What follows belongs to an exercise in optimizing a design on an open flow for small area, a short achievable clock period and few clock cycles per item; a production flow would make more cautious choices. Only simulation tests tie the RTL to the original design; equivalence was not proved.

== main ==
Design loop_law, start of the top module:
module loop_law (
    input  wire        clk,
    input  wire        rst,
    input  wire        start,
    output wire        ready,
    output reg         done,
    input  wire [31:0] r,
    input  wire [31:0] y,
    input  wire [63:0] ff,
    input  wire        scanner,
    input  wire        reverse,
    input  wire        d_on_error,
    input  wire        preset,
    input  wire [6:0]  gain_table,
    input  wire [31:0] e_norm,
    input  wire [15:0] dfilt,
    input  wire [15:0] aw,
    input  wire [31:0] umin,
    input  wire [31:0] umax,
    input  wire [31:0] imin,
    input  wire [31:0] imax,
    input  wire [31:0] slew,
    input  wire [63:0] i_in,
    input  wire [63:0] yf_in,
    input  wire [32:0] e_prev,
    input  wire [31:0] u_prev,
    output wire        tbl_rd,
    output wire [11:0] tbl_addr,
    input  wire [15:0] tbl_en,
    input  wire [31:0] tbl_kp,
    input  wire [31:0] tbl_ki,
    input  wire [31:0] tbl_kd,
    output reg  [31:0] u_out,
  ...
Size in the first run: about 17,000 cells after synthesis, ~880 I/O pins.
export LEC_CHECK = 0
export ABC_AREA = 1
export CAP_MARGIN = 40
export CORE_MARGIN = 2
export CORE_UTILIZATION = 45
export SLEW_MARGIN = 30
create_clock -name core_clock -period 30.0 [get_ports {clk}]
standard.sh (not shown) runs the stock make flow with config.mk's settings and CLKGATE_MAP_FILE= SYNTH_SCRIPT=/design/flow/synth_recipe.tcl, a recipe that flattens the netlist after the stock synthesis.
==> flow/flow/run.sh <==
#!/bin/bash
# Layout: the standard flow (standard.sh), unchanged except that the buffer
# it puts on every input and output port is a plain buf_2 cell instead of the
# default delay buffer. The flow's full output goes to standard.log.
set -euo pipefail
cd "$(dirname "${BASH_SOURCE[0]}")/.."
export BUFFER_PORTS_ARGS="-buffer_cell sky130_fd_sc_hd__buf_2"
bash standard.sh finish > standard.log 2>&1
Testbench counts of main, summed over its fixed seeds: cycles 47,936, items 3,200.
The following lists how the feature branch was set up differently from main:
# main
export LEC_CHECK = 0
export ABC_AREA = 1
export CAP_MARGIN = 40
export CORE_MARGIN = 2
export CORE_UTILIZATION = 45
export SLEW_MARGIN = 30
create_clock -name core_clock -period 30.0 [get_ports {clk}]
# the feature branch
export LEC_CHECK = 0
export ABC_AREA = 1
export CAP_MARGIN = 40
export CORE_MARGIN = 2
export CORE_UTILIZATION = 50
export SLEW_MARGIN = 30
create_clock -name core_clock -period 30.0 [get_ports {clk}]
### Flow results
- Timing, DRC, antenna: 0 failures across the feature branch and main
- Worst hold slack deteriorates in the feature branch relative to main.
- Of the two candidates, main has the worse wire length and the feature branch the better one.
- Going from main to the feature branch, via count grew slightly.
- Relative to main, the feature branch improves worst slew slack as a fraction of its limit.
- | share of cell area taken by multi-input logic gates | the feature branch vs main | 0.32 points higher |
- Comparing the feature branch and main, the higher minimum period implied by the final worst setup slack was measured on the feature branch.
- Height of the die: the feature branch vs main down about 5%

alpha:
Another version of the RTL of loop_law (not shown whole).
Size: ~540 flip-flops, about 880 I/O pins.
Settings: LEC_CHECK=0, ABC_AREA=1, CAP_MARGIN=40, CORE_MARGIN=2, CORE_UTILIZATION=50, SLEW_MARGIN=30; clock period 30.0 ns.
Scripts as last shown in full above: flow/flow/run.sh
Testbench counts of alpha, summed over its fixed seeds: cycles 47,936, items 3,200.
Input changes introduced in beta (baseline for comparison: alpha):
- a change of CORE_UTILIZATION from 50 to 55
Notes after the runs:
- From beta to alpha, register bit count reported by yosys did not move at all.
- The critical path endpoint comes out xr[63]$_DFFE_PP_ in one run and tbl_addr[4] in the other, namely in beta and alpha respectively.
- Detailed-route wire length per cell, beta vs alpha: down by a few percent
- Compared with alpha, in beta area of the multi-input gates saw little to no change, final area saw a decrease, total stage count of the critical path saw an increase, cell depth of the worst min-delay path saw a decrease, effective utilization at floorplan saw an increase.

Setup of job 2638:
Another version of the RTL of loop_law (not shown whole).
Size: roughly 17,000 cells after synthesis, about 540 flip-flops, about 130,000 um2 of cells after synthesis.
clock: 30.0 ns
lec_check: 0
abc_area: 1
cap_margin: 40
core_margin: 2
core_utilization: 55
slew_margin: 30
Scripts as last shown in full above: flow/flow/run.sh
Testbench counts of job 2638, summed over its fixed seeds: cycles 47,936, items 3,200.
### job 2638 -> job 7147
- CORE_UTILIZATION now 50, was 55
### Flow results
In summary, job 7147 completed successfully, with a layout that passed the timing, design-rule and antenna checks. Compared job 7147 against job 2638; sequential share of layout area within noise. Count of clock-buffer cells in the layout went down by a few percent going from job 2638 to job 7147.

[afterwards: timing with drivers on the ports]
In the flow no input, the clock included, has a driving cell. The finished layouts below were timed again as built, in two steps. Step 1 assumes that a clkbuf_16 drives the clock port and a buf_2 every other input. Step 2, shift: input delay + t, output delay - t, t = (earliest + latest rising clock arrival at the registers) / 2. This alone moves slack from input paths to output paths. a / b / c = ideal / step 1 / step 2; a / b = the first two.
| run | t (ns) | setup WS [ns] | hold WS [ns] |
|---|---|---|---|
| main | 0.960 | 14.855 / 14.855 / 14.855 | 0.496 / 0.496 / 0.496 |
| the feature branch | 0.891 | 14.806 / 14.806 / 14.806 | 0.486 / 0.486 / 0.486 |
| alpha | 0.889 | 15.347 / 15.271 / 15.271 | 0.524 / 0.524 / 0.524 |
| beta | 0.910 | 15.598 / 15.541 / 15.541 | 0.502 / 0.502 / 0.502 |
| job 2638 | 0.877 | 15.101 / 15.101 / 15.101 | 0.551 / 0.551 / 0.551 |
| job 7147 | 0.883 | 14.298 / 14.298 / 14.298 | 0.533 / 0.533 / 0.533 |
After both steps setup and hold are still met in every run listed. For alpha, which loses most, drivers alone change the setup slack by -0.076 ns; drivers and shift together by -0.076 ns.
